This is an optimization exercise on Yosys and OpenROAD, whose aim is small area and a short achievable clock period, not a production implementation.
In this exercise RTL edits were held to simulation tests only and were not proved equivalent to the original.
The flow treats the clock pin as an ideal source. Dropping or thinning the clock tree relies on that and would not hold on a real chip.

==> 04-08: inputs <==
==> flow/design.v (excerpt) <==
module fehel_flit_rx (
    input  wire        clk,
    input  wire        rst,
    input  wire        in_valid,
    input  wire [63:0] in_data,
    output reg         res_valid,
    output reg         res_crc_ok,
    output wire        res_ctrl,
    output wire [3:0]  res_err,        
    output wire [4:0]  res_msgs,
    output wire [19:0] res_vc_slots,   
    output wire [11:0] res_fseq,
    output wire [11:0] res_fack
);
Settings: LEC_CHECK=0, CAP_MARGIN=20, CORE_MARGIN=2, CORE_UTILIZATION=55, SLEW_MARGIN=20; clock period 12.0 ns.
standard.sh (not shown) runs the stock make flow with config.mk's settings and CLKGATE_MAP_FILE= SYNTH_SCRIPT=/design/flow/synth_recipe.tcl, a recipe that flattens the netlist after the stock synthesis.
==> flow/flow/run.sh <==
#!/bin/bash
# Layout: the standard ORFS flow (standard.sh), with these changes:
#  - every port gets a plain buf_1 as its port buffer;
#  - clock tree: two short levels of clock buffers (flow/cts_manual.tcl,
#    8 leaf buffers under 4 root buffers);
#  - the timing repair after CTS and after global routing aims for a setup
#    slack margin of 8.78 ns.
#  Placement settings: PLACE_DENSITY=0.7. Repair settings: none.
# Each make call's output goes to its own make_*.log; ORFS keeps each tool's
# log under orfs/logs/.
set -euo pipefail
H=$PWD
B="BUFFER_PORTS_ARGS=-buffer_cell sky130_fd_sc_hd__buf_1"
C="PRE_CTS_TCL=$H/flow/cts_manual.tcl"
bash standard.sh "$B" "$C" synth > make_synth.log 2>&1
bash standard.sh "$B" "$C" PLACE_DENSITY=0.7 floorplan place > make_place.log 2>&1
bash standard.sh "$B" "$C" PLACE_DENSITY=0.7 SETUP_SLACK_MARGIN=8.78  cts > make_cts.log 2>&1
bash standard.sh "$B" "$C" PLACE_DENSITY=0.7 SETUP_SLACK_MARGIN=8.78  finish > make_finish.log 2>&1
==> flow/flow/cts_manual.tcl <==
# Sourced by ORFS's cts.tcl as PRE_CTS_TCL. Replaces clock_tree_synthesis
# with a short two-level clock tree: the registers are split by location
# into NLEAF groups of equal size (halving by x, then by y, ...), each driven
# by a leaf clock buffer at the group's centre; the leaf buffers are split
# the same way into NROOT groups, each driven by a root clock buffer at its
# centre. The clock port feeds only the NROOT root buffers, and every
# register sees exactly one root and one leaf buffer.

proc mcts_split { items n } {
  set groups [list $items]
  set axis 0
  while { [llength $groups] < $n } {
    set ng {}
    foreach g $groups {
      set s [lsort -integer -index $axis $g]
      set h [expr { [llength $s] / 2 }]
      lappend ng [lrange $s 0 [expr { $h - 1 }]] [lrange $s $h end]
    }
    set groups $ng
    set axis [expr { 1 - $axis }]
  }
  return $groups
}

proc mcts_drive { block master name in_net group } {
  # group: list of {x y iterm}; returns {cx cy A-iterm}
  set sx 0; set sy 0
  foreach s $group { incr sx [lindex $s 0]; incr sy [lindex $s 1] }
  set n [llength $group]
  set cx [expr { $sx / $n }]
  set cy [expr { $sy / $n }]
  set inst [odb::dbInst_create $block $master $name]
  set net [odb::dbNet_create $block "${name}_net"]
  $net setSigType CLOCK
  [$inst findITerm X] connect $net
  foreach s $group {
    set it [lindex $s 2]
    $it disconnect
    $it connect $net
  }
  $inst setLocation [expr { $cx - [$master getWidth] / 2 }] [expr { $cy - [$master getHeight] / 2 }]
  $inst setPlacementStatus PLACED
  set a [$inst findITerm A]
  $a connect $in_net
  puts "manual_cts: $name drives $n pins at ($cx, $cy)"
  return [list $cx $cy $a]
}

proc manual_cts { } {
  set nleaf 8
  set nroot 4
  if { [info exists ::env(MCTS_NLEAF)] } { set nleaf $::env(MCTS_NLEAF) }
  if { [info exists ::env(MCTS_NROOT)] } { set nroot $::env(MCTS_NROOT) }
  set block [ord::get_db_block]
  set db [ord::get_db]
  set leafcell sky130_fd_sc_hd__clkbuf_16
  set rootcell sky130_fd_sc_hd__clkbuf_16
  if { [info exists ::env(MCTS_LEAF)] } { set leafcell $::env(MCTS_LEAF) }
  if { [info exists ::env(MCTS_ROOT)] } { set rootcell $::env(MCTS_ROOT) }
  set leafm [$db findMaster $leafcell]
  set rootm [$db findMaster $rootcell]
  set clk_net [$block findNet clk]
  set sinks {}
  foreach it [$clk_net getITerms] {
    set bb [[$it getInst] getBBox]
    lappend sinks [list [expr { ([$bb xMin] + [$bb xMax]) / 2 }] \
                        [expr { ([$bb yMin] + [$bb yMax]) / 2 }] $it]
  }
  set leaves {}
  set k 0
  foreach g [mcts_split $sinks $nleaf] {
    lappend leaves [mcts_drive $block $leafm "clkbuf_leaf_$k" $clk_net $g]
    incr k
  }
  set k 0
  foreach g [mcts_split $leaves $nroot] {
    mcts_drive $block $rootm "clkbuf_root_$k" $clk_net $g
    incr k
  }
  $clk_net setSigType CLOCK
  set_propagated_clock [all_clocks]
}

rename clock_tree_synthesis orig_clock_tree_synthesis
proc clock_tree_synthesis { args } {
  manual_cts
}
==> 09-13: changes against 04-08 <==
==> flow/flow/run.sh (replaced) <==
#!/bin/bash
# Layout: the standard ORFS flow (standard.sh), with three changes:
#  - every port gets a plain buf_1 as its port buffer;
#  - clock tree: two short levels of clock buffers (flow/cts_manual.tcl);
#  - the timing repair after CTS and after global routing aims for a setup
#    slack margin of 8.5 ns.
# Each make call's output goes to its own make_*.log; ORFS keeps each tool's
# log under orfs/logs/.
set -euo pipefail
H=$PWD
B="BUFFER_PORTS_ARGS=-buffer_cell sky130_fd_sc_hd__buf_1"
C="PRE_CTS_TCL=$H/flow/cts_manual.tcl"
bash standard.sh "$B" "$C" synth > make_synth.log 2>&1
bash standard.sh "$B" "$C" floorplan place > make_place.log 2>&1
bash standard.sh "$B" "$C" SETUP_SLACK_MARGIN=8.5 cts > make_cts.log 2>&1
bash standard.sh "$B" "$C" SETUP_SLACK_MARGIN=8.5 finish > make_finish.log 2>&1
--- a/flow/flow/cts_manual.tcl
+++ b/flow/flow/cts_manual.tcl
@@ -49,15 +49,10 @@
 proc manual_cts { } {
   set nleaf 8
-  set nroot 4
+  set nroot 2
   if { [info exists ::env(MCTS_NLEAF)] } { set nleaf $::env(MCTS_NLEAF) }
   if { [info exists ::env(MCTS_NROOT)] } { set nroot $::env(MCTS_NROOT) }
   set block [ord::get_db_block]
   set db [ord::get_db]
-  set leafcell sky130_fd_sc_hd__clkbuf_16
-  set rootcell sky130_fd_sc_hd__clkbuf_16
-  if { [info exists ::env(MCTS_LEAF)] } { set leafcell $::env(MCTS_LEAF) }
-  if { [info exists ::env(MCTS_ROOT)] } { set rootcell $::env(MCTS_ROOT) }
-  set leafm [$db findMaster $leafcell]
-  set rootm [$db findMaster $rootcell]
+  set master [$db findMaster sky130_fd_sc_hd__clkbuf_16]
   set clk_net [$block findNet clk]
   set sinks {}
@@ -70,10 +65,10 @@
   set k 0
   foreach g [mcts_split $sinks $nleaf] {
-    lappend leaves [mcts_drive $block $leafm "clkbuf_leaf_$k" $clk_net $g]
+    lappend leaves [mcts_drive $block $master "clkbuf_leaf_$k" $clk_net $g]
     incr k
   }
   set k 0
   foreach g [mcts_split $leaves $nroot] {
-    mcts_drive $block $rootm "clkbuf_root_$k" $clk_net $g
+    mcts_drive $block $master "clkbuf_root_$k" $clk_net $g
     incr k
   }
==> summary of the runs <==
- 09-13 went through all stages and came out clean. 04-08 ran to the end with no violations.
- Register-to-register slack: 04-08 is better than 09-13 (310 ps).
- Against 04-08, the first-iteration DRC count of 09-13 is lower by 8.3%.
- Between 09-13 and 04-08, the lower global-route usage is in 09-13 (gap 2.7 points).
No run of this note takes its clock network from TritonCTS; it comes from the design's own scripts or RTL.

[re-timing with driven ports]
No port has a modelled driver above. Below, the same layouts with a new extraction and two added sets of constraints.
Step 1, drivers: a clkbuf_16 drives clk and a buf_2 each remaining input, both assumed.
Step 2 moves the port delays by t, midway between the first and last clock arrival at a register: inputs arrive t later, outputs are due t later. That takes back most of the time a late clock gives input paths.
Three values: no drivers, after step 1, after step 2; two values: the first two.
run	shift t [ns]	setup WS [ns]	worst setup path after step 2	latest minus earliest clock arrival (ns)	worst register clock-pin slew, ns
04-08	0.409	8.758 / 8.642 / 8.486	input to register	0.042 / 0.041	0.12 / 0.12
09-13	0.408	8.445 / 8.445 / 8.226	input to register	0.061 / 0.060	0.10 / 0.10
After both steps setup and hold are still met in every run listed. For 04-08, which loses most, drivers alone change the setup slack by -0.116 ns; drivers and shift together by -0.272 ns.
